From an optimization exercise on the open Yosys and OpenROAD flow, aimed at small area, a short achievable clock period and few clock cycles per item; shortcuts taken in it are not production practice. At most, simulation tests tie the RTL to the original design; equivalence was not proved. The RTL of runs 2, 3 and 5 was laid out without a check of its function.

===== flow/config.mk =====
export PLATFORM = sky130hd
export DESIGN_NAME = scr_engine
export DESIGN_NICKNAME = scr_engine
export VERILOG_FILES = /design/flow/design.v
export SDC_FILE = /design/flow/constraint.sdc
export NUM_CORES = 4
export LEC_CHECK = 0
export ABC_AREA = 1
export CAP_MARGIN = 20
export CORE_MARGIN = 2
export CORE_UTILIZATION = 60
export CTS_BUF_LIST = sky130_fd_sc_hd__clkbuf_16
export CTS_CLUSTER_DIAMETER = 90
export CTS_CLUSTER_SIZE = 28
export SLEW_MARGIN = 20

===== flow/design.v =====
module scr_engine (
    input  wire        clk,
    input  wire        rst,
    input  wire        cfg_we,
    input  wire [3:0]  cfg_addr,
    input  wire [31:0] cfg_wdata,
    input  wire        in_valid,
    output reg         in_ready,
    input  wire [14:0] in_x,
    input  wire [17:0] in_y,
    input  wire [7:0]  in_value,
    input  wire [1:0]  in_tag,
    input  wire [1:0]  in_fmt,
    output reg         tone_re,
    output wire [10:0] tone_addr0,
    output wire [10:0] tone_addr1,
    input  wire [15:0] tone_rdata0,
    input  wire [15:0] tone_rdata1,
    output reg         tile_re,
    output reg  [17:0] tile_addr,
    input  wire [15:0] tile_rdata,
    output reg         out_valid,
    output reg  [3:0]  out_code,
    output reg  [11:0] out_tone,
    output reg  [7:0]  out_base,
    output reg  [7:0]  out_slope
);
    localparam R      = 3;                   
    localparam MAIN_N = (19 + R - 1) / R;    
    localparam PRE_N  = (8 + R - 1) / R;     
    localparam MW     = MAIN_N * R;
    localparam PW     = PRE_N * R;
    reg        q_we;                 
    reg [3:0]  q_addr;
    reg [31:0] q_wdata;
    reg        q_rst;                
    always @(posedge clk) begin
        q_rst   <= rst;
        q_we    <= cfg_we & ~rst;
        q_addr  <= cfg_addr;
        q_wdata <= cfg_wdata;
    end
    reg [7:0]  tile_tag;             
    reg        tone_bank;            
    reg [15:0] gain   [0:3];
    reg [15:0] offset [0:3];
    reg [7:0]  shift  [0:3];         
    reg [3:0]  sh_dirty;             
    reg [7:0]  hm1    [0:3];
    reg [7:0]  wm1    [0:3];
    reg [15:0] ph_y   [0:3];
    reg [15:0] ph_x   [0:3];
    reg [63:0] ps_map;
    wire       sh_wb;
    wire [1:0] sh_wb_k;
    wire [7:0] sh_wb_val;
    wire        w_ctrl = q_rst | (q_we & (q_addr == 4'd0));
    wire        w_ps0  = q_rst | (q_we & (q_addr == 4'd13));
    wire        w_ps1  = q_rst | (q_we & (q_addr == 4'd14));
    wire [3:0]  w_trim, w_geom, w_phase;
    genvar gk;
    generate
        for (gk = 0; gk < 4; gk = gk + 1) begin : wen
            assign w_trim[gk]  = q_rst | (q_we & (q_addr == 4'd1 + gk));
            assign w_geom[gk]  = q_rst | (q_we & (q_addr == 4'd5 + gk));
            assign w_phase[gk] = q_rst | (q_we & (q_addr == 4'd9 + gk));
        end
    endgenerate
    wire [31:0] d_ctrl  = q_rst ? 32'h0000_E400 : q_wdata;
    wire [31:0] d_trim  = q_rst ? 32'h1000_0000 : q_wdata;
    wire [31:0] d_geom  = q_rst ? 32'h0000_FFFF : q_wdata;
    wire [31:0] d_phase = q_rst ? 32'h0000_0000 : q_wdata;
    wire [31:0] d_ps0   = q_rst ? 32'h7654_3210 : q_wdata;
    wire [31:0] d_ps1   = q_rst ? 32'hFEDC_BA98 : q_wdata;
    integer r;
    always @(posedge clk) begin
        if (w_ctrl) begin
            tile_tag  <= d_ctrl[15:8];
            tone_bank <= d_ctrl[4];
        end
        if (w_ps0) ps_map[31:0]  <= d_ps0;
        if (w_ps1) ps_map[63:32] <= d_ps1;
        for (r = 0; r < 4; r = r + 1) begin
            if (w_trim[r]) begin
                gain[r]   <= d_trim[31:16];
                offset[r] <= d_trim[15:0];
            end
            if (w_geom[r]) begin
                hm1[r] <= d_geom[15:8];
                wm1[r] <= d_geom[7:0];
            end
            if (w_phase[r]) begin
                ph_y[r] <= d_phase[31:16];
                ph_x[r] <= d_phase[15:0];
            end
            if (w_geom[r]) begin
                shift[r]    <= d_geom[23:16];
                sh_dirty[r] <= ~q_rst;
            end else if (sh_wb && sh_wb_k == r[1:0]) begin
                shift[r]    <= sh_wb_val;
                sh_dirty[r] <= 1'b0;
            end
        end
    end
    reg        a_v;
    reg [14:0] a_x;
    reg [17:0] a_y;
    reg [7:0]  a_val;
    reg [1:0]  a_tag;
    reg [1:0]  a_fmt;
    wire [15:0]        a_gain = gain[a_tag];
    wire [15:0]        a_off  = offset[a_tag];
    wire [23:0]        a_prod = a_val * a_gain;
    wire signed [25:0] a_sum  = $signed({2'b00, a_prod})
                              + $signed({{6{a_off[15]}}, a_off, 4'b1000});
    wire signed [21:0] a_us   = a_sum[25:4];
    wire [15:0]        a_u    = a_us[21] ? 16'h0000 :
                                (a_us > 22'sh00FF00) ? 16'hFF00 : a_us[15:0];
    reg  [3:0]  a_j;
    always @(*) begin
        case (a_fmt)
            2'd1:    a_j = a_val[0] ? 4'd15 : 4'd0;
            2'd2:    a_j = a_val[1:0] * 4'd5;
            default: a_j = a_val[3:0];
        endcase
    end
    wire        a_ps = (a_fmt != 2'd0);
    reg [17:0] hy;                   
    reg [15:0] hx;                   
    reg [3:0]  hv;                   
    wire [1:0] a_k    = tile_tag[2*a_tag +: 2];
    wire       a_line = (a_y == hy) && ({1'b0, a_x} == hx);
    wire       a_hit  = a_ps | (a_line & hv[a_k]);
    reg          e_fgm;              
    reg          e_fgp;              
    reg          e_bgm;              
    reg          e_bgp;              
    reg          e_pre;              
    reg [2:0]    e_cnt;
    reg [1:0]    e_k;
    reg [MW-1:0] e_yy;               
    reg [MW-1:0] e_as;               
    reg [7:0]    e_rem;              
    reg [7:0]    e_r;                
    wire [7:0]   e_ty, e_tx;         
    reg        b_v;
    reg        b_fg;                 
    reg        b_job;                
    reg        b_ps;
    reg [2:0]  b_bt;                 
    reg [2:0]  b_bt1;                
    reg [7:0]  b_i;
    reg [7:0]  b_i1;
    reg [7:0]  b_f;
    reg [1:0]  b_k;
    wire       b_pend = b_v & b_fg & ~b_job;     
    wire       a_go   = a_v & ~b_pend;
    wire       a_fg   = a_go & ~a_hit;           
    wire       a_take = a_go & ~a_ps;            
    wire fgm_done = e_fgm & (e_cnt == MAIN_N - 1);
    wire fgp_done = e_fgp & (e_cnt == PRE_N - 1);
    wire fg_free  = (~e_fgm | fgm_done) & (~e_fgp | fgp_done);
    wire fg_want  = a_fg | b_pend;
    wire ld_fgm_a = a_fg & fg_free & ~sh_dirty[a_k];
    wire ld_fgm_b = b_pend & fg_free & (~sh_dirty[b_k] | fgp_done);
    wire ld_fgp_b = b_pend & fg_free & sh_dirty[b_k] & ~fgp_done;
    wire ld_fgp_a = a_fg & fg_free & sh_dirty[a_k];
    wire       q_geom   = q_we & (q_addr >= 4'd5) & (q_addr <= 4'd8);
    wire       bgm_keep = e_bgm & ~fg_want & ~q_we & ~q_rst;
    wire       bgp_keep = e_bgp & ~fg_want & ~q_geom & ~q_rst;
    wire       bgm_done = bgm_keep & (e_cnt == MAIN_N - 1);
    wire       bgp_done = bgp_keep & (e_cnt == PRE_N - 1);
    wire       e_free   = fg_free & ~fg_want & ~q_rst &
                          (~bgm_keep | bgm_done) & (~bgp_keep | bgp_done);
    wire [3:0] want;
    genvar gw;
    generate
        for (gw = 0; gw < 4; gw = gw + 1) begin : wnt
            assign want[gw] = ~hv[gw] & ((tile_tag[1:0] == gw) | (tile_tag[3:2] == gw) |
                                         (tile_tag[5:4] == gw) | (tile_tag[7:6] == gw));
        end
    endgenerate
    wire [3:0] e_k1    = 4'd1 << e_k;
    wire [3:0] want_x  = want & ~sh_dirty & ~(bgm_done ? e_k1 : 4'd0);
    wire [3:0] dirty_x = sh_dirty & ~((bgp_done | fgp_done) ? e_k1 : 4'd0);
    wire       st_bgm  = e_free & ~q_we & (|want_x) & (|hv);
    wire       st_bgp  = e_free & ~q_geom & ~st_bgm & (|dirty_x);
    wire [1:0] k_m     = want_x[0] ? 2'd0 : want_x[1] ? 2'd1 : want_x[2] ? 2'd2 : 2'd3;
    wire [1:0] k_p     = dirty_x[0] ? 2'd0 : dirty_x[1] ? 2'd1 : dirty_x[2] ? 2'd2 : 2'd3;
    wire       e_load  = ld_fgm_a | ld_fgp_a | ld_fgm_b | ld_fgp_b | st_bgm | st_bgp;
    wire [15:0] hx_d   = a_take ? {1'b0, a_x} + 16'd1 : hx;
    wire [1:0]  l_k  = (ld_fgm_a | ld_fgp_a) ? a_k : (ld_fgm_b | ld_fgp_b) ? b_k : st_bgm ? k_m : k_p;
    wire [17:0] l_y  = ld_fgm_a ? a_y : hy;
    wire [15:0] l_x  = ld_fgm_a ? {1'b0, a_x} : ld_fgm_b ? hx - 16'd1 : hx_d;
    wire [18:0] l_yy = l_y + ph_y[l_k];
    wire [16:0] l_as = l_x + ph_x[l_k];
    wire a_free = ~a_v | ~b_pend;
    always @(posedge clk) begin
        if (rst)           a_v <= 1'b0;
        else if (in_ready) a_v <= in_valid;
        else if (a_go)     a_v <= 1'b0;
        if (a_free) begin
            a_x   <= in_x;
            a_y   <= in_y;
            a_val <= in_value;
            a_tag <= in_tag;
            a_fmt <= in_fmt;
        end
    end
    always @(posedge clk) begin
        if (rst) begin
            b_v   <= 1'b0;
            b_job <= 1'b0;
        end else if (!b_pend) begin
            b_v   <= a_v;
            b_job <= ld_fgm_a;
        end else begin
            b_job <= ld_fgm_b;
        end
        if (!b_pend) begin
            b_fg     <= ~a_hit;
            b_ps     <= a_ps;
            b_bt     <= {tone_bank, a_tag};
            b_i      <= a_u[15:8];
            b_i1     <= a_u[15:8] + 8'd1;
            b_f      <= a_ps ? {4'd0, ps_map[4*a_j +: 4]} : a_u[7:0];
            b_k      <= a_k;
            tone_re  <= a_v & ~a_ps;
        end
        if (!b_pend && a_v && !a_ps)
            b_bt1    <= {tone_bank, a_tag};
    end
    assign tone_addr0 = {b_bt, b_i};
    assign tone_addr1 = {b_bt1, b_i1};
    wire a_v_n   = in_ready | (a_v & ~a_go);
    wire b_pend_n = b_pend ? ~ld_fgm_b : (a_fg & ~ld_fgm_a);
    always @(posedge clk) begin
        in_ready <= rst | ~(a_v_n & b_pend_n);
    end
    always @(posedge clk) begin
        if (q_rst || q_we) begin
            hv <= 4'd0;
        end else begin
            if (a_take && !a_line) begin
                hy <= a_y;
                hv <= 4'd1 << a_k;
            end else if (a_take) begin
                hv[a_k] <= 1'b1;
            end
            if (bgm_done) hv[e_k] <= 1'b1;
        end
        hx <= hx_d;
    end
    wire [8:0]  e_th  = {1'b0, hm1[e_k]} + 9'd1;
    wire [8:0]  e_tw  = {1'b0, wm1[e_k]} + 9'd1;
    wire [9:0]  e_tw2 = {e_tw, 1'b0};
    wire [7:0]  e_sh  = shift[e_k];
    wire [PW-1:0] e_shp = {{(PW-8){1'b0}}, e_sh};
    wire [7:0] rem_c [0:R];
    wire [7:0] r_c   [0:R];
    assign rem_c[0] = e_rem;
    assign r_c[0]   = e_r;
    genvar g;
    generate
        for (g = 0; g < R; g = g + 1) begin : row
            wire       ybit = e_pre ? 1'b0 : e_yy[MW-1-g];
            wire [8:0] t    = {rem_c[g], ybit};
            wire       qb   = (t >= e_th) & ~e_pre;
            wire [8:0] tn   = qb ? (t - e_th) : t;
            assign rem_c[g+1] = tn[7:0];
            wire       abit = e_pre ? e_shp[PW-1-R*e_cnt-g] : e_as[MW-1-g];
            wire [9:0] v    = {1'b0, r_c[g], abit} + (qb ? {2'b00, e_sh} : 10'd0);
            wire [9:0] vn   = (v >= e_tw2) ? (v - e_tw2) :
                              (v >= {1'b0, e_tw}) ? (v - {1'b0, e_tw}) : v;
            assign r_c[g+1] = vn[7:0];
        end
    endgenerate
    assign e_ty      = rem_c[R];
    assign e_tx      = r_c[R];
    assign sh_wb     = fgp_done | bgp_done;
    assign sh_wb_k   = e_k;
    assign sh_wb_val = r_c[R];
    always @(posedge clk) begin
        if (rst) begin
            e_fgm <= 1'b0;
            e_fgp <= 1'b0;
            e_bgm <= 1'b0;
            e_bgp <= 1'b0;
        end else if (e_load) begin
            e_fgm <= ld_fgm_a | ld_fgm_b;
            e_fgp <= ld_fgp_a | ld_fgp_b;
            e_bgm <= st_bgm;
            e_bgp <= st_bgp;
        end else begin
            e_fgm <= e_fgm & ~fgm_done;
            e_fgp <= e_fgp & ~fgp_done;
            e_bgm <= bgm_keep & ~bgm_done;
            e_bgp <= bgp_keep & ~bgp_done;
        end
        if (e_load) begin
            e_pre <= ld_fgp_a | ld_fgp_b | st_bgp;
            e_cnt <= 3'd0;
            e_k   <= l_k;
            e_yy  <= {{(MW-19){1'b0}}, l_yy};
            e_as  <= {{(MW-17){1'b0}}, l_as};
            e_rem <= 8'd0;
            e_r   <= 8'd0;
        end else if (e_pre) begin
            e_cnt <= e_cnt + 3'd1;
            e_r   <= r_c[R];
        end else begin
            e_cnt <= e_cnt + 3'd1;
            e_yy  <= e_yy << R;
            e_as  <= e_as << R;
            e_rem <= rem_c[R];
            e_r   <= r_c[R];
        end
    end
    reg        p1_v, p1_fg, p1_ps;
    reg [1:0]  p1_k;
    reg [7:0]  p1_f;
    reg        p2_v, p2_fg, p2_ps;
    reg [1:0]  p2_k;
    reg [7:0]  p2_f;
    reg [11:0] p2_e0, p2_e1;
    always @(posedge clk) begin
        if (rst) begin
            p1_v <= 1'b0;
            p2_v <= 1'b0;
        end else begin
            p1_v <= b_v & ~b_pend;
            p2_v <= p1_v;
        end
        p1_fg <= b_fg;
        p1_ps <= b_ps;
        p1_k  <= b_k;
        p1_f  <= b_f;
        p2_fg <= p1_fg;
        p2_ps <= p1_ps;
        p2_k  <= p1_k;
        p2_f  <= p1_f;
        p2_e0 <= tone_rdata0[11:0];
        p2_e1 <= tone_rdata1[11:0];
    end
    wire signed [12:0] p2_diff = $signed({1'b0, p2_e1}) - $signed({1'b0, p2_e0});
    wire signed [21:0] p2_prod = p2_diff * $signed({1'b0, p2_f}) + 22'sd128;
    wire signed [13:0] p2_step = p2_prod[21:8];
    wire [11:0]        p2_T    = p2_ps ? {8'd0, p2_f[3:0]} : p2_e0 + p2_step[11:0];
    reg [3:6]  pv, pfg, pps;
    reg [1:0]  pk  [3:6];
    reg [11:0] pT  [3:6];
    integer s;
    always @(posedge clk) begin
        if (rst) begin
            pv[3] <= 1'b0; pv[4] <= 1'b0; pv[5] <= 1'b0; pv[6] <= 1'b0;
        end else begin
            pv[3] <= p2_v; pv[4] <= pv[3]; pv[5] <= pv[4]; pv[6] <= pv[5];
        end
        pfg[3] <= p2_fg; pps[3] <= p2_ps; pk[3] <= p2_k; pT[3] <= p2_T;
        for (s = 4; s <= 6; s = s + 1) begin
            pfg[s] <= pfg[s-1]; pps[s] <= pps[s-1]; pk[s] <= pk[s-1]; pT[s] <= pT[s-1];
        end
    end
    reg [7:0]  cty [0:3];
    reg [7:0]  ctx [0:3];
    wire       t_v    = pv[6];
    wire       t_take = t_v & ~pps[6];
    wire       t_fg   = pfg[6];
    wire [1:0] t_k    = pk[6];
    integer j;
    always @(posedge clk) begin
        for (j = 0; j < 4; j = j + 1) begin
            if (t_take && t_fg && t_k == j[1:0]) begin
                cty[j] <= e_ty;
                ctx[j] <= (e_tx == wm1[j]) ? 8'd0 : e_tx + 8'd1;
            end else if (bgm_done && e_k == j[1:0]) begin
                cty[j] <= e_ty;
                ctx[j] <= e_tx;
            end else if (t_take) begin
                ctx[j] <= (ctx[j] == wm1[j]) ? 8'd0 : ctx[j] + 8'd1;
            end
        end
    end
    reg        p7_v, p7_ps;
    reg [11:0] p7_T;
    reg        p8_v, p8_ps;
    reg [11:0] p8_T;
    always @(posedge clk) begin
        if (rst) begin
            p7_v <= 1'b0;
            p8_v <= 1'b0;
        end else begin
            p7_v <= t_v;
            p8_v <= p7_v;
        end
        tile_re   <= t_take;
        tile_addr <= {t_k, t_fg ? e_ty : cty[t_k], t_fg ? e_tx : ctx[t_k]};
        p7_ps <= pps[6];
        p7_T  <= pT[6];
        p8_ps <= p7_ps;
        p8_T  <= p7_T;
    end
    reg        p9_v, p9_ps;
    reg [11:0] p9_T;
    reg [7:0]  p9_B, p9_S;
    always @(posedge clk) begin
        if (rst) p9_v <= 1'b0;
        else     p9_v <= p8_v;
        p9_ps <= p8_ps;
        p9_T  <= p8_T;
        p9_B  <= tile_rdata[15:8];
        p9_S  <= tile_rdata[7:0];
    end
    wire signed [13:0] p9_d    = $signed({2'b00, p9_T}) - $signed({2'b00, p9_B, 4'b0000});
    wire [20:0]        p9_rmp  = p9_d[11:0] * p9_S + 21'd128;
    wire [12:0]        p9_c    = p9_rmp[20:8];
    wire [3:0]         p9_code = (p9_d <= 14'sd0) ? 4'd0
                               : (p9_c > 13'd15) ? 4'd15 : p9_c[3:0];
    always @(posedge clk) begin
        if (rst) out_valid <= 1'b0;
        else     out_valid <= p9_v;
        out_code  <= p9_ps ? p9_T[3:0] : p9_code;
        out_tone  <= p9_ps ? 12'd0 : p9_T;
        out_base  <= p9_ps ? 8'd0 : p9_B;
        out_slope <= p9_ps ? 8'd0 : p9_S;
    end
endmodule

===== flow/constraint.sdc =====
create_clock -name core_clock -period 110.0 [get_ports {clk}]
set_input_delay 22.0000 -clock core_clock [delete_from_list [all_inputs] [get_ports {clk}]]
set_output_delay 22.0000 -clock core_clock [all_outputs]
set_load 0.01 [all_outputs]

===== flow/standard.sh =====
#!/bin/bash
# synth_recipe.tcl (not shown) runs the flow's synth.tcl, then flattens the netlist and writes it again
# the make line also repeats each setting of config.mk as NAME=value (left out here)
make -C /OpenROAD-flow-scripts/flow DESIGN_CONFIG=/design/flow/config.mk WORK_HOME=/design/flow/orfs CLKGATE_MAP_FILE= SYNTH_SCRIPT=/design/flow/synth_recipe.tcl "${@:-finish}"

===== flow/flow/run.sh =====
#!/bin/bash
# The standard layout (standard.sh, all steps), except that the buffers
# placed on the input and output ports are buf_2 cells instead of the slow
# delay buffer buffer_ports picks by default. Each port still gets its own
# buffer; the clock, constraints and everything else are unchanged.
set -e
export BUFFER_PORTS_ARGS="-buffer_cell sky130_fd_sc_hd__buf_2"
bash standard.sh > standard.log 2>&1

==> summary.txt, run 1 <==
Finish
  • Share of cells above drive strength 1: under 10%
  • Layout Utilization: 64.7%
  • Cell Count, Final, Fillers Out: 7340
  • Layout area overhead: 7.29%
  • Layout Nets: 6828

Route
  • Via density: 5.59
  • WL final: 143000 µm
  • Drt pass-1 iters: 6
  • Antenna viol nets, final: 0
  • Per-cell routed wire length: roughly 19 µm
  • Vias: 41000
  • Post-route DRC: 0
  • Drt initial violations: 3808

Setup path
  • CP peak stage delay: 0.45 ns
  • Worst setup SP type: flip-flop
  • R2r endpoint: ctx[2][3]
  • Cell family with most CP delay: flip-flops
  • Req. time, crit path: slightly below 90 ns
  • Cells along the critical path: buf_2
  • R2r startpoint: e_k[1]
  • Worst Setup Path Type: flip-flop to primary output
  • R2R Setup Slk: roughly 93 ns
  • Critical Path AT: 1.31 ns
  • Critical path buffers and inverters: 1
  • Crit-path slowest cell: edfxtp_1
  • CP Capture Type: primary output
  • Worst r2r path cells: 77
  • CP max FO: 1

Place
  • Buffers on Ports: 200
  • Hpwl dp: 107000 µm
  • Cells after DPL: 7252
  • Gp weighted congestion: ~0.95

Global routing
  • Vias in the first global route: 38700
  • Most Crowded Layer GR: met2
  • Largest net degree at the start of global routing: 64
  • Met3 Use GR: 3.49%
  • Global route total overflow: 0
  • First-pass GRT wire length: 221000 µm
  • Initial antenna violation count: 2
  • Met1 usage: 44.2%
  • Met2 usage: between 40% and 50%
  • Total GRT Usage: 30.4%

STA
  • RSZ-0062 raised after global routing: no
  • Rel. slew slack: roughly 26%
  • Final hold vios: 0
  • Clock Skew: 0.0562 ns
  • Max Transition Viols Final: 0
  • Total negative setup slack: 0 ns
  • Max frequency: 42.9 MHz
  • Final setup fails: 0
  • Least-Margin Pin Slew: ~1.1 ns
  • Min cycle time layout: 23.31 ns
  • Final period utilization: 21.2%
  • Hold WS: 0.327 ns

Floorplan
  • Die area: 94200 µm²
  • Die height: roughly 310 µm
  • IO Pins: between 200 and 250
  • Starting Density: 60.3%
  • Die X: between 300 and 400 µm
  • Core area: 91200 µm²
  • Row count: between 100 and 150

Synth
  • Mean post-synth cell area: around 9.2 µm²
  • Count of state elements after synthesis: 949
  • Unique cell type count in the Yosys netlist: 66
  • Synth Flop Type: edfxtp_1
  • Asr flop ratio synth: 0%
  • Top-area cell type share of the netlist area: approximately a third
  • Post-synth EDFFs: 630
  • Count leader, synth: nand2_1
  • Synth Cell Area: 55000 µm²
  • Syn Inst Count: 5955
  • XOR/XNOR Fraction of Synth Area: 3.72%
  • Compound-Gate Fraction of Synth Area: 9.04%
  • Mux share of post-synthesis cell area: 0%
  • Synth Area in Adders: between 15 and 20%
  • Sequential area share after synthesis: approximately 46%
  • Yosys warnings: 12
  • Top post-synthesis cells by count: nand2_1 (1203), inv_1 (916), edfxtp_1 (630)
  • Post-synth top area cell: edfxtp_1
  • Area contributors post-synth: edfxtp_1 (34%), dfxtp_1 (12%), fa_1 (8.7%)
  • Largest family of logic cells by synthesized area: simple AND/OR/NAND/NOR gates
  • Simple-gate share of the synthesized area: 17.2%
  • Syn nets: between 6000 and 7000

Status
  • Status: no timing/DRC/antenna violations

CTS
  • Post-CTS resize count: 0
  • Total CTS buffers: 46
  • Clock Sinks: approximately 950
  • Setup repair bufs after CTS: 0
  • Cts hold-fix bufs: 0
  • Clock Pin Slew Worst Setup and Hold Paths: ~0.11 ns
  • Clk buf depth: 3
  • Worst-skew pair later-pin latency: 0.69 ns
  • Clock Root Buffer: clkbuf_16
  • CTS H-Tree Depth: 2
  • CTS tree: built

Hold path
  • Hold WC Path Type: flip-flop to flip-flop
  • Min-delay src: pT[5][7]
  • Min-Delay Endpoint: pT[6][7]
  • Hold Path Depth: 0

Flow run
  • Max Cap Viol: 0
cells in the final DEF, fill, tap and decap left out, types with 12 or more instances in the layout:
master / instances
or2_2: 29
nor4_1: 13
buf_2: 200
o21bai_1: 17
o22ai_1: 17
o21ai_1: 13
a21oi_1: 229
o21ai_0: 341
nor2_2: 15
a31oi_1: 21
clkbuf_16: 48
edfxtp_1: 630
xnor2_1: 99
clkinv_1: 15
ha_1: 340
dfxtp_1: 318
o211ai_1: 42
nor2_1: 496
nor3_1: 40
inv_2: 20
a221oi_1: 39
nand3_1: 325
a21o_1: 16
o21ai_2: 12
o31ai_1: 16
inv_1: 929
a22oi_1: 12
a41oi_1: 13
and2_1: 14
fa_1: 240
buf_4: 59
xor2_1: 135
nand4_1: 43
nand2_1: 1202
nand2_2: 27
worst max-delay path by stage:
stage                        from  endpoint  slack, ns  cells after the start
final                     tone_re   tone_re      86.69                      1
after global routing      tone_re   tone_re      86.67                      1
after CTS                 tone_re   tone_re      86.66                      1
after detailed placement      rst       a_v      87.17                      3
after global placement        rst       a_v      87.18                      3
after floorplan               rst     b_job      87.33                      3
routing by layer:
layer  part of all wire, %  vias to the layer above
met4                   2.9                        0
met1                    45                    19500
met5                     0                        -
met3                   7.3                      166
met2                    45                     1442
li1                      -                    19900
through the flow:
| stage | area [µm²] | setup WS, ns |
|---|---|---|
| 2_1_floorplan | 55000 | 87.33 |
| 3_3_place_gp | 57400 | 87.18 |
| 3_5_place_dp | 57500 | 87.17 |
| 4_1_cts | 59000 | 86.66 |
| 5_1_grt | 59000 | 86.67 |
| 6_report | 59000 | 86.69 |
final cells by class:
type	instances	area (µm²)
inverter	945	3550
sequential	949	25300
clock buffer	48	1200
timing repair buffer	261	1480
multi-input combinational	3912	25700
clock inverter	38	347
fill	7673	32200
antenna	1	2.50
tap	1186	1480
flip-flops by register name, summed over array words and instances, names as in the netlist, 15 cells and up:
name and count:
e_yy 21, ph_x 64, gain 64, hy 18
a_y 18, wm1 32, q_wdata 32, ph_y 64
pT 48, hm1 32, ctx 32, hx 16
cty 32, shift 32, ps_map 64, a_x 15
offset 64, tile_addr 18, e_as 21
cell families after synthesis:
family                   Yosys count
XOR/XNOR                         234
buffers and inverters           1094
AO/OA/AOI/OAI                    849
adder cells (fa/ha/maj)          580
AND/OR/NAND/NOR                 2249
flip-flops                       949
Testbench counts, summed over its fixed seeds: cycles 31,782, items 30,805.
==> inputs of run 2 (changes only) <==
--- a/flow/design.v
+++ b/flow/design.v
@@ -194,12 +194,11 @@
     wire [15:0] l_x  = ld_fgm_a ? {1'b0, a_x} : ld_fgm_b ? hx - 16'd1 : hx_d;
     wire [18:0] l_yy = l_y + ph_y[l_k];
     wire [16:0] l_as = l_x + ph_x[l_k];
-    wire a_free = ~a_v | ~b_pend;
     always @(posedge clk) begin
         if (rst)           a_v <= 1'b0;
         else if (in_ready) a_v <= in_valid;
         else if (a_go)     a_v <= 1'b0;
-        if (a_free) begin
+        if (in_ready) begin
             a_x   <= in_x;
             a_y   <= in_y;
             a_val <= in_value;
==> flow/run.sh (new file) <==
#!/bin/bash
# synth_recipe.tcl (not shown) runs the flow's synth.tcl, then flattens the netlist and writes it again
# the make line also repeats each setting of config.mk as NAME=value (left out here)
make -C /OpenROAD-flow-scripts/flow DESIGN_CONFIG=/design/flow/config.mk WORK_HOME=/design/flow/orfs CLKGATE_MAP_FILE= SYNTH_SCRIPT=/design/flow/synth_recipe.tcl finish
--- a/flow/config.mk
+++ b/flow/config.mk
@@ -5,7 +5,6 @@
 export SDC_FILE = /design/flow/constraint.sdc
 export NUM_CORES = 4
 export LEC_CHECK = 0
-export ABC_AREA = 1
 export CAP_MARGIN = 20
 export CORE_MARGIN = 2
 export CORE_UTILIZATION = 60
removed: flow/flow/run.sh
removed: flow/standard.sh
==> summary.txt, run 2 <==
Setup path
  • Worst r2r path cells: 66 (was 77)
  • CP peak stage delay: 0.64 ns (was 0.45 ns)
  • Worst setup SP type: flip-flop (unchanged)
  • Crit-path slowest cell: clkdlybuf4s50_1 (was edfxtp_1)
  • CP Capture Type: primary output (unchanged)
  • CP max FO: 19 (was 1)
  • Cells along the critical path: buf_4 -> clkdlybuf4s50_1 (was buf_2)
  • Req. time, crit path: 88.00 ns (about the same)
  • Worst Setup Path Type: flip-flop to primary output (unchanged)
  • Critical Path AT: 2.03 ns (was 1.31 ns)

CTS
  • CTS H-Tree Depth: 2 (unchanged)
  • Worst-skew pair later-pin latency: 0.72 ns (was 0.69 ns)
  • Total CTS buffers: 46 (unchanged)
  • Post-CTS resize count: 0 (unchanged)
  • CTS tree: built (unchanged)
  • Clock Root Buffer: clkbuf_16 (unchanged)
  • Clock Sinks: 949 (unchanged)
  • Setup repair bufs after CTS: 0 (unchanged)
  • Cts hold-fix bufs: 0 (unchanged)
  • Clk buf depth: 3 (unchanged)
  • Clock Pin Slew Worst Setup and Hold Paths: 0.11 ns (about the same)

Synth
  • Synth Area in Adders: 16.2% (was 16.5%)
  • Mux share of post-synthesis cell area: 6.98% (was 0%)
  • Synth Cell Area: 56100 µm² (was 55000 µm²)
  • Asr flop ratio synth: 0% (unchanged)
  • Yosys warnings: 12 (unchanged)
  • Area contributors post-synth: edfxtp_1 (34%), dfxtp_1 (11%), fa_1 (8.6%) (was edfxtp_1 (34%), dfxtp_1 (12%), fa_1 (8.7%))
  • Sequential area share after synthesis: 45.1% (was 46.0%)
  • Count of state elements after synthesis: 949 (unchanged)
  • Simple-gate share of the synthesized area: 12.4% (was 17.2%)
  • Post-synth EDFFs: 630 (unchanged)
  • Top-area cell type share of the netlist area: 33.7% (was 34.4%)
  • Largest family of logic cells by synthesized area: adder cells (was simple AND/OR/NAND/NOR gates)
  • Top post-synthesis cells by count: edfxtp_1 (630), inv_1 (457), nand2_1 (396) (was nand2_1 (1203), inv_1 (916), edfxtp_1 (630))
  • Syn nets: 5690 (was 6668)
  • Compound-Gate Fraction of Synth Area: 9.50% (was 9.04%)
  • XOR/XNOR Fraction of Synth Area: 5.47% (was 3.72%)
  • Mean post-synth cell area: 11.3 µm² (was 9.24 µm²)
  • Post-synth top area cell: edfxtp_1 (unchanged)
  • Synth Flop Type: edfxtp_1 (unchanged)
  • Count leader, synth: edfxtp_1 (was nand2_1)
  • Syn Inst Count: 4977 (was 5955)
  • Unique cell type count in the Yosys netlist: 105 (was 66)

Finish
  • Layout Nets: 5822 (was 6828)
  • Commonest non-fill, non-tap cells in the layout: edfxtp_1 (630), inv_1 (473), nand2_1 (396), ha_1 (340), dfxtp_1 (317) (was nand2_1 (1202), inv_1 (929), edfxtp_1 (630), nor2_1 (496), o21ai_0 (341))
  • Layout area overhead: 8.70% (was 7.29%)
  • Design Area, Final: 61000 µm² (was 59000 µm²)
  • Share of cells above drive strength 1: 6.86% (was 7.54%)
  • Fill cells: 7252 (was 7673)
  • Most common cell after layout, fill and taps aside: edfxtp_1 (was nand2_1)

STA
  • RSZ-0062 raised after global routing: no (unchanged)
  • Max frequency: 41.6 MHz (was 42.9 MHz)
  • Total negative setup slack: 0 ns (unchanged)
  • Final period utilization: 21.8% (was 21.2%)
  • Hold WS: 0.329 ns (was 0.327 ns)
  • Clock Skew: 0.0836 ns (was 0.0562 ns)
  • Max Transition Viols Final: 0 (unchanged)
  • Min cycle time layout: 24.03 ns (was 23.31 ns)
  • Least-Margin Pin Slew: 1.07 ns (was 1.11 ns)
  • Final hold vios: 0 (unchanged)
  • Rel. slew slack: 28.6% (was 25.5%)
  • Final setup fails: 0 (unchanged)

Global routing
  • Vias in the first global route: 36300 (was 38700)
  • Global route total overflow: 0 (unchanged)
  • First-pass GRT wire length: 204000 µm (was 221000 µm)
  • Initial antenna violation count: 14 (was 2)
  • Largest net degree at the start of global routing: 98 (was 64)
  • Total GRT Usage: 27.6% (was 30.4%)

Route
  • Vias: 37000 (was 41000)
  • Via density: 5.78 (was 5.59)
  • Post-route DRC: 0 (unchanged)
  • Per-cell routed wire length: 20.4 µm (was 19.5 µm)
  • WL final: 131000 µm (was 143000 µm)
  • Antenna viol nets, final: 0 (unchanged)
  • Drt initial violations: 3149 (was 3808)
  • Drt pass-1 iters: 5 (was 6)

Place
  • Hpwl dp: 96900 µm (was 107000 µm)
  • Gp weighted congestion: 0.918 (was 0.952)
  • Buffers on Ports: 200 (unchanged)
  • Placement-stage cell area: 59400 µm² (was 57500 µm²)

Floorplan
  • Die X: 310 µm (was 307 µm)
  • Die height: 310 µm (was 307 µm)
  • Row count: 112 (was 111)
  • Die area: 95900 µm² (was 94200 µm²)
  • Core area: 92900 µm² (was 91200 µm²)
  • IO Pins: 209 (unchanged)
  • Starting Density: 60.4% (was 60.3%)

Hold path
  • Hold Path Depth: 0 (unchanged)
  • Hold WC Path Type: flip-flop to flip-flop (unchanged)

Status
  • Status: no timing/DRC/antenna violations (unchanged)

Flow run
  • Max Cap Viol: 0 (unchanged)
==> run 2: cell types whose count changed in the layout (fill, tap and decap cells not counted), moves of 99 or more <==
cell             before  now
nor2_1              496  301
and2_1               14  193
inv_1               929  473
xnor2_1              99  198
nand3_1             325   57
clkdlybuf4s50_1       0  200
buf_2               200    0
o21ai_0             341  159
mux2i_1               0  135
nand2_1            1202  396
nor2b_1               0  140
==> run 2: path summary, 6_finish.rpt <==
path / slack [ns] / endpoint / from
worst max register to register: 90.85 / ctx[2][6] / e_k[1]
worst min-delay path: 0.33 / pT[4][7] / pT[3][7]
worst max-delay path: 85.97 / in_ready / in_ready
worst min register to register: 0.33 / pT[4][7] / pT[3][7]
==> run 2: per-layer routing <==
layer / vias to the layer above / global-route usage (%) / wire length, µm
li1: 17700 / - / -
met1: 18100 / 38.2 / 56100
met2: 1090 / 46.4 / 62800
met3: 178 / 3.57 / 8630
met4: 2 / 6.97 / 2960
met5: - / 0 / 13
==> run 2: final cells by class <==
type | count | area (µm²) | area share [%]
Antenna cell | 4 | 10.0 | 0.0164
Timing Repair Buffer | 245 | 2340 | 3.84
Clock buffer | 46 | 1150 | 1.89
Clock inverter | 37 | 380 | 0.624
Inverter | 462 | 1730 | 2.84
Multi-Input combinational cell | 3405 | 28500 | 46.7
Tap cell | 1254 | 1570 | 2.57
Sequential cell | 949 | 25300 | 41.5
==> run 2: cell families (layout without fill, tap and decap cells) <==
logic type	after synthesis	in the layout
and+or+nand+nor	1401	1401
DFF	949	949
AOI/OAI and AO/OA	810	810
buffers and inverters	623	790
adders and majority gates	585	585
xor gates and xnor gates	343	343
muxes	266	266
other	0	4
==> run 2: worst max-delay path, delay by kind of cell, from the launching register on <==
family / cells / cell delay [ns]
buffers and inverters: 2 / 0.95
DFF: 1 / 0.33
==> run 2: per-stage QoR <==
| stage | setup WS (ns) | utilization [%] | std cells |
|---|---|---|---|
| 2_1_floorplan | 86.64 | - | 4977 |
| 3_3_place_gp | 86.46 | 64.0 | 6315 |
| 3_5_place_dp | 86.43 | 64.0 | 6315 |
| 4_1_cts | 85.91 | 65.6 | 6398 |
| 5_1_grt | 85.88 | 65.6 | 6399 |
| 6_report | 85.97 | 65.6 | 6402 |
==> inputs of run 3 (changes only) <==
--- a/flow/config.mk
+++ b/flow/config.mk
@@ -5,6 +5,7 @@
 export SDC_FILE = /design/flow/constraint.sdc
 export NUM_CORES = 4
 export LEC_CHECK = 0
+export ABC_AREA = 1
 export CAP_MARGIN = 20
 export CORE_MARGIN = 2
 export CORE_UTILIZATION = 60
==> summary.txt, run 3 <==
Route
  • WL final: 145000 µm (was 131000 µm)
  • Antenna viol nets, final: 0 (unchanged)
  • Per-cell routed wire length: 19.6 µm (was 20.4 µm)
  • Drt initial violations: 3860 (was 3149)
  • Post-route DRC: 0 (unchanged)
  • Drt pass-1 iters: 6 (was 5)
  • Via density: 5.60 (was 5.78)
  • Vias: 41400 (was 37000)

Setup path
  • Cells along the critical path: clkdlybuf4s50_1 (was buf_4 -> clkdlybuf4s50_1)
  • R2R Setup Slk: 93.12 ns (was 90.85 ns)
  • Cell family with most CP delay: flip-flops (was buffers and inverters)
  • CP peak stage delay: 0.73 ns (was 0.64 ns)
  • Critical Path AT: 2.14 ns (was 2.03 ns)
  • CP max FO: 32 (was 19)
  • Req. time, crit path: 88.00 ns (about the same)
  • Critical path buffers and inverters: 1 (was 2)
  • Critical path endpoint: in_ready (unchanged)
  • R2r endpoint: ctx[0][0] (was ctx[2][6])
  • Worst setup SP type: flip-flop (unchanged)
  • Worst r2r path cells: 81 (was 66)
  • Levels on crit path: 1 (was 2)
  • Crit-path slowest cell: dfxtp_4 (was clkdlybuf4s50_1)
  • Critical Path Start: in_ready (unchanged)
  • CP Capture Type: primary output (unchanged)
  • R2r startpoint: e_k[0] (was e_k[1])
  • Worst Setup Path Type: flip-flop to primary output (unchanged)

Place
  • Pre-CTS WS: 86.57 ns (was 86.43 ns)
  • Gp weighted congestion: 0.961 (was 0.918)
  • Buffers on Ports: 200 (unchanged)
  • Hpwl dp: 108000 µm (was 96900 µm)

STA
  • Least-Margin Pin Slew: 1.18 ns (was 1.07 ns)
  • Rel. slew slack: 20.9% (was 28.6%)
  • Total negative setup slack: 0 ns (unchanged)
  • Min cycle time layout: 24.14 ns (was 24.03 ns)
  • RSZ-0062 raised after global routing: no (unchanged)
  • Max Transition Viols Final: 0 (unchanged)
  • Clock Skew: 0.0649 ns (was 0.0836 ns)
  • Setup WS post-layout: 85.86 ns (was 85.97 ns)
  • Final period utilization: 21.9% (was 21.8%)
  • Final setup fails: 0 (unchanged)
  • Max frequency: 41.4 MHz (was 41.6 MHz)
  • Final hold vios: 0 (unchanged)

Synth
  • Top post-synthesis cells by count: nand2_1 (1320), inv_1 (911), edfxtp_1 (630) (was edfxtp_1 (630), inv_1 (457), nand2_1 (396))
  • Asr flop ratio synth: 0% (unchanged)
  • XOR/XNOR Fraction of Synth Area: 3.59% (was 5.47%)
  • Post-synth top area cell: edfxtp_1 (unchanged)
  • Simple-gate share of the synthesized area: 17.9% (was 12.4%)
  • Count leader, synth: nand2_1 (was edfxtp_1)
  • Top-area cell type share of the netlist area: 34.2% (was 33.7%)
  • Sequential area share after synthesis: 45.8% (was 45.1%)
  • Synth Flop Type: edfxtp_1 (unchanged)
  • Syn nets: 6723 (was 5690)
  • Area contributors post-synth: edfxtp_1 (34%), dfxtp_1 (12%), nand2_1 (9.0%) (was edfxtp_1 (34%), dfxtp_1 (11%), fa_1 (8.6%))
  • Post-synth EDFFs: 630 (unchanged)
  • Unique cell type count in the Yosys netlist: 65 (was 105)
  • Synth Area in Adders: 16.4% (was 16.2%)
  • Compound-Gate Fraction of Synth Area: 8.89% (was 9.50%)
  • Synth Cell Area: 55300 µm² (was 56100 µm²)
  • Yosys warnings: 12 (unchanged)
  • Syn Inst Count: 6010 (was 4977)
  • Largest family of logic cells by synthesized area: simple AND/OR/NAND/NOR gates (was adder cells)
  • Count of state elements after synthesis: 949 (unchanged)
  • Mean post-synth cell area: 9.20 µm² (was 11.3 µm²)
  • Mux share of post-synthesis cell area: 0% (was 6.98%)

Finish
  • Share of cells above drive strength 1: 4.38% (was 6.86%)
  • Commonest non-fill, non-tap cells in the layout: nand2_1 (1319), inv_1 (927), edfxtp_1 (630), nor2_1 (496), ha_1 (340) (was edfxtp_1 (630), inv_1 (473), nand2_1 (396), ha_1 (340), dfxtp_1 (317))
  • Layout Utilization: 65.8% (was 65.6%)
  • Layout Nets: 6878 (was 5822)
  • Layout area overhead: 8.99% (was 8.70%)
  • Most common cell after layout, fill and taps aside: nand2_1 (was edfxtp_1)

Global routing
  • Largest net degree at the start of global routing: 64 (was 98)
  • Initial antenna violation count: 4 (was 14)
  • First-pass GRT wire length: 224000 µm (was 204000 µm)
  • Vias in the first global route: 40100 (was 36300)
  • Total GRT Usage: 30.9% (was 27.6%)
  • Global route total overflow: 0 (unchanged)

CTS
  • Post-CTS resize count: 0 (unchanged)
  • Clock Pin Slew Worst Setup and Hold Paths: 0.10 ns (was 0.11 ns)
  • CTS H-Tree Depth: 2 (unchanged)
  • Total CTS buffers: 47 (was 46)
  • Clk buf depth: 3 (unchanged)
  • CTS tree: built (unchanged)
  • Clock Sinks: 949 (unchanged)
  • Setup repair bufs after CTS: 0 (unchanged)
  • Cts hold-fix bufs: 0 (unchanged)
  • Clock Root Buffer: clkbuf_16 (unchanged)
  • Worst-skew pair later-pin latency: 0.71 ns (was 0.72 ns)

Floorplan
  • Core area: 91500 µm² (was 92900 µm²)
  • Starting Density: 60.4% (about the same)
  • Row count: 111 (was 112)
  • IO Pins: 209 (unchanged)
  • Die X: 308 µm (was 310 µm)
  • Die area: 94600 µm² (was 95900 µm²)
  • Die height: 308 µm (was 310 µm)

Hold path
  • Hold WC Path Type: flip-flop to flip-flop (unchanged)

Flow run
  • Max Cap Viol: 0 (unchanged)

Status
  • Status: no timing/DRC/antenna violations (unchanged)
run 3: worst min path at each step:
stage	from	endpoint	slack, ns	cells after the start
after floorplan	p1_f[0]	p2_f[0]	0.31	0
after global placement	pk[5][1]	pk[6][1]	0.31	0
after detailed placement	p1_f[3]	p2_f[3]	0.31	0
after CTS	p7_T[10]	p8_T[10]	0.33	0
after global routing	pT[4][0]	pT[5][0]	0.32	0
final	p7_T[10]	p8_T[10]	0.33	0
run 3: cell families (layout without fill, tap and decap cells):
kind of cell / count (synthesis) / count (layout)
AO/OA/AOI/OAI: 831 / 831
XOR/XNOR: 226 / 226
adder cells (fa/ha/maj): 580 / 580
buffers and inverters: 1081 / 1275
flip-flops: 949 / 949
other: 0 / 1
AND/OR/NAND/NOR: 2343 / 2343
run 3: final cells by class:
cell class / count / area, µm²
repair buffers: 249 / 2370
clock inverters: 40 / 418
diodes: 1 / 2.50
well taps: 1186 / 1480
clock buffers: 48 / 1200
flip-flops and latches: 949 / 25300
inverters: 938 / 3520
fillers: 7614 / 31300
multi-input cells: 3980 / 25900
run 3: metrics by stage:
stage          std cells  cell area [µm²]  hold slack, ns
2_1_floorplan       6010            55300           0.310
3_3_place_gp        7302            58600           0.311
3_5_place_dp        7302            58600           0.312
4_1_cts             7390            60200           0.327
5_1_grt             7390            60200           0.324
6_report            7391            60200           0.326
run 3: layer usage:
layer | track usage [%] | vias up | part of all wire (%)
li1 | - | 20000 | -
met1 | 41.1 | 19800 | 42
met2 | 51.1 | 1325 | 47
met3 | 4.12 | 271 | 6.9
met4 | 12.8 | 6 | 4.6
met5 | 0 | - | 0.028
==> inputs of run 4 (changes only) <==
--- a/flow/design.v
+++ b/flow/design.v
@@ -194,11 +194,12 @@
     wire [15:0] l_x  = ld_fgm_a ? {1'b0, a_x} : ld_fgm_b ? hx - 16'd1 : hx_d;
     wire [18:0] l_yy = l_y + ph_y[l_k];
     wire [16:0] l_as = l_x + ph_x[l_k];
+    wire a_free = ~a_v | ~b_pend;
     always @(posedge clk) begin
         if (rst)           a_v <= 1'b0;
         else if (in_ready) a_v <= in_valid;
         else if (a_go)     a_v <= 1'b0;
-        if (in_ready) begin
+        if (a_free) begin
             a_x   <= in_x;
             a_y   <= in_y;
             a_val <= in_value;
==> summary.txt, run 4 <==
Status
  • Status: no timing/DRC/antenna violations (unchanged)

Route
  • Drt initial violations: 3778 (was 3860)
  • Per-cell routed wire length: 19.5 µm (was 19.6 µm)
  • Via density: 5.58 (was 5.60)
  • Antenna viol nets, final: 0 (unchanged)
  • Post-route DRC: 0 (unchanged)
  • Vias: 40900 (was 41400)
  • WL final: 143000 µm (was 145000 µm)
  • Drt pass-1 iters: 8 (was 6)

Place
  • Buffers on Ports: 200 (unchanged)
  • Gp weighted congestion: 0.952 (was 0.961)
  • Hpwl dp: 107000 µm (was 108000 µm)
  • Pre-CTS WS: 86.48 ns (was 86.57 ns)

Setup path
  • Worst Setup Path Type: flip-flop to primary output (unchanged)
  • CP peak stage delay: 0.56 ns (was 0.73 ns)
  • Crit-path slowest cell: clkdlybuf4s50_1 (was dfxtp_4)
  • Req. time, crit path: 88.00 ns (about the same)
  • Critical path buffers and inverters: 1 (unchanged)
  • Cells along the critical path: clkdlybuf4s50_1 (unchanged)
  • CP max FO: 2 (was 32)
  • Critical Path AT: 1.70 ns (was 2.14 ns)
  • CP Capture Type: primary output (unchanged)
  • Cell family with most CP delay: buffers and inverters (was flip-flops)
  • Worst setup SP type: flip-flop (unchanged)

STA
  • Final hold vios: 0 (unchanged)
  • RSZ-0062 raised after global routing: no (unchanged)
  • Least-Margin Pin Slew: 1.20 ns (was 1.18 ns)
  • Max Transition Viols Final: 0 (unchanged)
  • Clock Skew: 0.0583 ns (was 0.0649 ns)
  • Rel. slew slack: 19.5% (was 20.9%)
  • Setup WS post-layout: 86.30 ns (was 85.86 ns)
  • Min cycle time layout: 23.70 ns (was 24.14 ns)
  • Final setup fails: 0 (unchanged)
  • Final period utilization: 21.5% (was 21.9%)
  • Max frequency: 42.2 MHz (was 41.4 MHz)
  • Total negative setup slack: 0 ns (unchanged)

Synth
  • Asr flop ratio synth: 0% (unchanged)
  • Post-synth top area cell: edfxtp_1 (unchanged)
  • Top post-synthesis cells by count: nand2_1 (1203), inv_1 (916), edfxtp_1 (630) (was nand2_1 (1320), inv_1 (911), edfxtp_1 (630))
  • Synth Flop Type: edfxtp_1 (unchanged)
  • Synth Cell Area: 55000 µm² (was 55300 µm²)
  • Sequential area share after synthesis: 46.0% (was 45.8%)
  • Count of state elements after synthesis: 949 (unchanged)
  • Yosys warnings: 12 (unchanged)
  • Post-synth EDFFs: 630 (unchanged)
  • Mean post-synth cell area: 9.24 µm² (was 9.20 µm²)
  • Top-area cell type share of the netlist area: 34.4% (was 34.2%)
  • Syn nets: 6668 (was 6723)
  • Unique cell type count in the Yosys netlist: 66 (was 65)
  • Syn Inst Count: 5955 (was 6010)
  • Area contributors post-synth: edfxtp_1 (34%), dfxtp_1 (12%), fa_1 (8.7%) (was edfxtp_1 (34%), dfxtp_1 (12%), nand2_1 (9.0%))
  • Count leader, synth: nand2_1 (unchanged)

Global routing
  • Total GRT Usage: 30.5% (was 30.9%)
  • Vias in the first global route: 39200 (was 40100)
  • Global route total overflow: 0 (unchanged)
  • Largest net degree at the start of global routing: 64 (unchanged)
  • Initial antenna violation count: 3 (was 4)
  • First-pass GRT wire length: 222000 µm (was 224000 µm)

CTS
  • Post-CTS resize count: 0 (unchanged)
  • Clk buf depth: 3 (unchanged)
  • Setup repair bufs after CTS: 0 (unchanged)
  • Worst-skew pair later-pin latency: 0.71 ns (about the same)
  • Total CTS buffers: 46 (was 47)
  • CTS tree: built (unchanged)
  • Cts hold-fix bufs: 0 (unchanged)
  • Clock Pin Slew Worst Setup and Hold Paths: 0.11 ns (was 0.10 ns)
  • CTS H-Tree Depth: 2 (unchanged)
  • Clock Sinks: 949 (unchanged)
  • Clock Root Buffer: clkbuf_16 (unchanged)

Finish
  • Layout area overhead: 9.06% (was 8.99%)
  • Layout Nets: 6826 (was 6878)
  • Share of cells above drive strength 1: 4.21% (was 4.38%)
  • Commonest non-fill, non-tap cells in the layout: nand2_1 (1202), inv_1 (930), edfxtp_1 (630), nor2_1 (496), o21ai_0 (341) (was nand2_1 (1319), inv_1 (927), edfxtp_1 (630), nor2_1 (496), ha_1 (340))
  • Sequential Area: 25300 µm² (about the same)
  • Most common cell after layout, fill and taps aside: nand2_1 (unchanged)
  • Multi-input logic area: 25700 µm² (was 25900 µm²)
  • Layout Utilization: 65.8% (about the same)
  • Fill cells: 7547 (was 7614)

Floorplan
  • Core area: 91200 µm² (was 91500 µm²)
  • Die area: 94200 µm² (was 94600 µm²)
  • IO Pins: 209 (unchanged)
  • Die X: 307 µm (was 308 µm)
  • Die height: 307 µm (was 308 µm)
  • Row count: 111 (unchanged)
  • Starting Density: 60.3% (was 60.4%)

Hold path
  • Hold WC Path Type: flip-flop to flip-flop (unchanged)

Flow run
  • Max Cap Viol: 0 (unchanged)
[run 4: cell types whose count changed in the layout (fill, tap and decap cells not counted), moves of 5 or more]
cell,delta
nand3_2,-9
o21bai_1,-6
xnor2_1,+17
a21o_1,+6
o21ai_0,+26
nand3b_1,-5
nand2_1,-117
or2_1,-16
buf_4,+9
o211ai_1,+8
or2_2,-12
xor2_1,-8
nand4_1,+12
nand3_1,+53
[run 4: layout make-up]
type	count	share of cell area, %
Antenna cell	2	0.00834
Clock buffer	46	1.92
Clock inverter	38	0.669
Inverter	945	5.91
Multi-Input combinational cell	3912	42.7
Sequential cell	949	42.2
Tap cell	1186	2.47
Timing Repair Buffer	259	4.11
[run 4: worst paths after layout]
check	startpoint	endpoint	slack (ns)	cells after the start
setup / recovery	in_ready	in_ready	86.30	1
hold / removal	p8_T[8]	p9_T[8]	0.33	0
setup reg to reg	e_k[1]	ctx[0][6]	93.16	83
hold reg to reg	p8_T[8]	p9_T[8]	0.33	0
[run 4: metal layers]
layer / GRT usage [%] / wire length [µm] / part of all wire (%) / vias up
met5: 0 / 0 / 0 / -
met4: 8.62 / 4130 / 2.9 / 0
met3: 4.01 / 11500 / 8.1 / 187
met2: 48.4 / 64400 / 45 / 1522
met1: 44.2 / 62800 / 44 / 19400
li1: - / - / - / 19900
[run 4: cells by family after synthesis]
logic type	Yosys count	synth area share (%)
adder cells (fa/ha/maj)	580	16.5
AND/OR/NAND/NOR	2249	17.2
flip-flops	949	46.0
XOR/XNOR	234	3.72
buffers and inverters	1094	7.58
AO/OA/AOI/OAI	849	9.04
[run 4: metrics by stage]
stage	hold WS (ns)	instance area [µm²]	instances
floorplan	0.310	55000	5955
global placement	0.310	58400	7249
detailed placement	0.312	58400	7251
CTS	0.328	60000	7335
global route	0.329	60000	7335
finish	0.328	60000	7337
Testbench counts of run 4, summed over its fixed seeds: cycles 31,782, items 30,805.
==> inputs of run 5 (changes only) <==
--- a/flow/design.v
+++ b/flow/design.v
@@ -164,7 +164,6 @@
     wire ld_fgm_a = a_fg & fg_free & ~sh_dirty[a_k];
     wire ld_fgm_b = b_pend & fg_free & (~sh_dirty[b_k] | fgp_done);
     wire ld_fgp_b = b_pend & fg_free & sh_dirty[b_k] & ~fgp_done;
-    wire ld_fgp_a = a_fg & fg_free & sh_dirty[a_k];
     wire       q_geom   = q_we & (q_addr >= 4'd5) & (q_addr <= 4'd8);
     wire       bgm_keep = e_bgm & ~fg_want & ~q_we & ~q_rst;
     wire       bgp_keep = e_bgp & ~fg_want & ~q_geom & ~q_rst;
@@ -187,19 +186,19 @@
     wire       st_bgp  = e_free & ~q_geom & ~st_bgm & (|dirty_x);
     wire [1:0] k_m     = want_x[0] ? 2'd0 : want_x[1] ? 2'd1 : want_x[2] ? 2'd2 : 2'd3;
     wire [1:0] k_p     = dirty_x[0] ? 2'd0 : dirty_x[1] ? 2'd1 : dirty_x[2] ? 2'd2 : 2'd3;
-    wire       e_load  = ld_fgm_a | ld_fgp_a | ld_fgm_b | ld_fgp_b | st_bgm | st_bgp;
-    wire [15:0] hx_d   = a_take ? {1'b0, a_x} + 16'd1 : hx;
-    wire [1:0]  l_k  = (ld_fgm_a | ld_fgp_a) ? a_k : (ld_fgm_b | ld_fgp_b) ? b_k : st_bgm ? k_m : k_p;
+    wire       e_load  = ld_fgm_a | ld_fgm_b | ld_fgp_b | st_bgm | st_bgp;
+    wire [15:0] hx_inc = hx + 16'd1;
+    wire [15:0] hx_d   = a_take ? (a_line ? hx_inc : {1'b0, a_x} + 16'd1) : hx;
+    wire [1:0]  l_k  = ld_fgm_a ? a_k : (ld_fgm_b | ld_fgp_b) ? b_k : st_bgm ? k_m : k_p;
     wire [17:0] l_y  = ld_fgm_a ? a_y : hy;
     wire [15:0] l_x  = ld_fgm_a ? {1'b0, a_x} : ld_fgm_b ? hx - 16'd1 : hx_d;
     wire [18:0] l_yy = l_y + ph_y[l_k];
     wire [16:0] l_as = l_x + ph_x[l_k];
-    wire a_free = ~a_v | ~b_pend;
     always @(posedge clk) begin
         if (rst)           a_v <= 1'b0;
         else if (in_ready) a_v <= in_valid;
         else if (a_go)     a_v <= 1'b0;
-        if (a_free) begin
+        if (in_ready) begin
             a_x   <= in_x;
             a_y   <= in_y;
             a_val <= in_value;
@@ -288,7 +287,7 @@
             e_bgp <= 1'b0;
         end else if (e_load) begin
             e_fgm <= ld_fgm_a | ld_fgm_b;
-            e_fgp <= ld_fgp_a | ld_fgp_b;
+            e_fgp <= ld_fgp_b;
             e_bgm <= st_bgm;
             e_bgp <= st_bgp;
         end else begin
@@ -298,7 +297,7 @@
             e_bgp <= bgp_keep & ~bgp_done;
         end
         if (e_load) begin
-            e_pre <= ld_fgp_a | ld_fgp_b | st_bgp;
+            e_pre <= ld_fgp_b | st_bgp;
             e_cnt <= 3'd0;
             e_k   <= l_k;
             e_yy  <= {{(MW-19){1'b0}}, l_yy};
==> flow/config.mk (replaced) <==
export PLATFORM = sky130hd
export DESIGN_NAME = scr_engine
export DESIGN_NICKNAME = scr_engine
export VERILOG_FILES = /design/flow/design.v
export SDC_FILE = /design/flow/constraint.sdc
export NUM_CORES = 4
export LEC_CHECK = 0
export CAP_MARGIN = 20
export CORE_MARGIN = 2
export CORE_UTILIZATION = 60
export CTS_BUF_LIST = sky130_fd_sc_hd__clkbuf_16
export CTS_CLUSTER_DIAMETER = 45
export CTS_CLUSTER_SIZE = 30
export SLEW_MARGIN = 20
==> summary.txt, run 5 <==
Finish
  • Layout Nets: 5819 (was 6826)
  • N_diodes: 0 (was 2)
  • Commonest non-fill, non-tap cells in the layout: edfxtp_1 (630), inv_1 (438), nand2_1 (417), ha_1 (340), nor2_1 (325) (was nand2_1 (1202), inv_1 (930), edfxtp_1 (630), nor2_1 (496), o21ai_0 (341))
  • Share of cells above drive strength 1: 9.54% (was 4.21%)
  • Layout area overhead: 12.8% (was 9.06%)
  • Design Area, Final: 62900 µm² (was 60000 µm²)
  • Most common cell after layout, fill and taps aside: edfxtp_1 (was nand2_1)

Place
  • Gp weighted congestion: 0.921 (was 0.952)
  • Hpwl dp: 97100 µm (was 107000 µm)
  • Pre-CTS WS: 86.67 ns (was 86.48 ns)
  • Placement-stage cell area: 59100 µm² (was 58400 µm²)
  • Buffers on Ports: 200 (unchanged)

Global routing
  • First-pass GRT wire length: 206000 µm (was 222000 µm)
  • Total GRT Usage: 28.0% (was 30.5%)
  • Initial antenna violation count: 7 (was 3)
  • Global route total overflow: 0 (unchanged)
  • Largest net degree at the start of global routing: 87 (was 64)
  • Vias in the first global route: 37000 (was 39200)

STA
  • Total negative setup slack: 0 ns (unchanged)
  • Max frequency: 41.9 MHz (was 42.2 MHz)
  • RSZ-0062 raised after global routing: no (unchanged)
  • Hold WS: 0.317 ns (was 0.328 ns)
  • Final hold vios: 0 (unchanged)
  • Clock Skew: 0.0658 ns (was 0.0583 ns)
  • Least-Margin Pin Slew: 1.13 ns (was 1.20 ns)
  • Final setup fails: 0 (unchanged)
  • Setup WS post-layout: 86.14 ns (was 86.30 ns)
  • Rel. slew slack: 25.0% (was 19.5%)
  • Final period utilization: 21.7% (was 21.5%)
  • Max Transition Viols Final: 0 (unchanged)
  • Min cycle time layout: 23.86 ns (was 23.70 ns)

Floorplan
  • Die X: 309 µm (was 307 µm)
  • Die height: 309 µm (was 307 µm)
  • Core area: 91900 µm² (was 91200 µm²)
  • Row count: 111 (unchanged)
  • Starting Density: 60.7% (was 60.3%)
  • IO Pins: 209 (unchanged)
  • Die area: 95400 µm² (was 94200 µm²)

Setup path
  • Cells along the critical path: clkdlybuf4s50_1 (unchanged)
  • Worst Setup Path Type: flip-flop to primary output (unchanged)
  • Req. time, crit path: 88.00 ns (about the same)
  • Worst setup SP type: flip-flop (unchanged)
  • Crit-path slowest cell: clkdlybuf4s50_1 (unchanged)
  • CP Capture Type: primary output (unchanged)
  • CP peak stage delay: 0.61 ns (was 0.56 ns)
  • Critical path buffers and inverters: 1 (unchanged)
  • CP max FO: 3 (was 2)
  • Cell family with most CP delay: buffers and inverters (unchanged)
  • Critical Path AT: 1.86 ns (was 1.70 ns)

Route
  • Vias: 37300 (was 40900)
  • Antenna viol nets, final: 0 (unchanged)
  • Per-cell routed wire length: 20.3 µm (was 19.5 µm)
  • Drt initial violations: 3286 (was 3778)
  • Drt pass-1 iters: 5 (was 8)
  • Post-route DRC: 0 (unchanged)
  • Via density: 5.79 (was 5.58)
  • WL final: 131000 µm (was 143000 µm)

Flow run
  • Max Cap Viol: 0 (unchanged)

Synth
  • Unique cell type count in the Yosys netlist: 102 (was 66)
  • Mean post-synth cell area: 11.3 µm² (was 9.24 µm²)
  • Yosys warnings: 12 (unchanged)
  • Post-synth EDFFs: 630 (unchanged)
  • Top-area cell type share of the netlist area: 33.9% (was 34.4%)
  • Syn nets: 5630 (was 6668)
  • Asr flop ratio synth: 0% (unchanged)
  • Count of state elements after synthesis: 949 (unchanged)
  • Syn Inst Count: 4917 (was 5955)
  • Top post-synthesis cells by count: edfxtp_1 (630), inv_1 (433), nand2_1 (417) (was nand2_1 (1203), inv_1 (916), edfxtp_1 (630))
  • Post-synth top area cell: edfxtp_1 (unchanged)
  • Synth Cell Area: 55800 µm² (was 55000 µm²)
  • Count leader, synth: edfxtp_1 (was nand2_1)
  • Sequential area share after synthesis: 45.4% (was 46.0%)
  • Synth Flop Type: edfxtp_1 (unchanged)
  • Area contributors post-synth: edfxtp_1 (34%), dfxtp_1 (11%), fa_1 (8.6%) (was edfxtp_1 (34%), dfxtp_1 (12%), fa_1 (8.7%))

CTS
  • Cts hold-fix bufs: 0 (unchanged)
  • Worst-skew pair later-pin latency: 0.72 ns (was 0.71 ns)
  • CTS tree: built (unchanged)
  • Clock Root Buffer: clkbuf_16 (unchanged)
  • Setup repair bufs after CTS: 0 (unchanged)
  • CTS H-Tree Depth: 3 (was 2)
  • Clk buf depth: 3 (unchanged)
  • Clock Sinks: 949 (unchanged)
  • Total CTS buffers: 104 (was 46)
  • Clock Pin Slew Worst Setup and Hold Paths: 0.09 ns (was 0.11 ns)
  • Post-CTS resize count: 0 (unchanged)

Status
  • Status: no timing/DRC/antenna violations (unchanged)

Hold path
  • Hold WC Path Type: flip-flop to flip-flop (unchanged)
run 5: layout make-up:
class	count	area [µm²]
Fill cell	6944	29000
Tap cell	1243	1560
Timing Repair Buffer	256	2450
Sequential cell	949	25300
Clock inverter	91	1110
Inverter	438	1640
Multi-Input combinational cell	3357	28200
Clock buffer	106	2650
run 5: worst paths after layout:
path	startpoint	slack (ns)	depth (start not counted)	end
min	pT[4][5]	0.32	0	pT[5][5]
max	in_ready	86.14	1	in_ready
min reg2reg	pT[4][5]	0.32	0	pT[5][5]
max reg2reg	e_k[1]	91.20	66	ctx[2][6]
run 5: metrics by stage:
| step | utilization, % | instances |
|---|---|---|
| after global placement | 64.3 | 6241 |
| final | 68.4 | 6440 |
| after global routing | 68.4 | 6440 |
| after floorplan | - | 4917 |
| after CTS | 68.4 | 6438 |
| after detailed placement | 64.3 | 6241 |
run 5: logic make-up after synthesis:
logic type / after synthesis / synth area share, %
buffers and inverters: 611 / 4.21
muxes: 197 / 6.42
DFF: 949 / 45.4
xor gates and xnor gates: 358 / 5.74
and+or+nand+nor: 1429 / 12.7
adders and majority gates: 584 / 16.3
AOI/OAI and AO/OA: 789 / 9.30
run 5: layer usage:
layer	up-vias	wire (µm)	track usage [%]
met5	-	0	0
met4	0	3380	7.62
met3	217	8600	3.73
met2	1233	62700	46.5
met1	18200	56300	39.0
li1	17600	-	-

## static timing again, ports no longer ideal
Ports are ideal in the flow. The routed layouts listed here were re-timed in OpenROAD.
Step 1: set_driving_cell puts a clkbuf_16 on clk and a buf_2 on each other input, an assumption about the parent block.
Step 2, shift: input delay + t, output delay - t, t = (earliest + latest rising clock arrival at the registers) / 2. This alone moves slack from input paths to output paths.
a / b / c = ideal / step 1 / step 2; a / b = the first two.
run	t, ns	setup slack, ns	worst slew at a driven data input, ns	cell pins on the clock port's net
run 1	0.737	86.688 / 86.615 / 87.175	0.06	1
run 2	0.748	85.971 / 85.896 / 86.488	0.05	1
run 3	0.744	85.859 / 85.790 / 86.534	0.06	1
run 4	0.753	86.301 / 86.229 / 86.482	0.06	1
run 5	0.758	86.140 / 86.068 / 86.703	0.05	1
After both steps setup and hold are still met in every run listed.
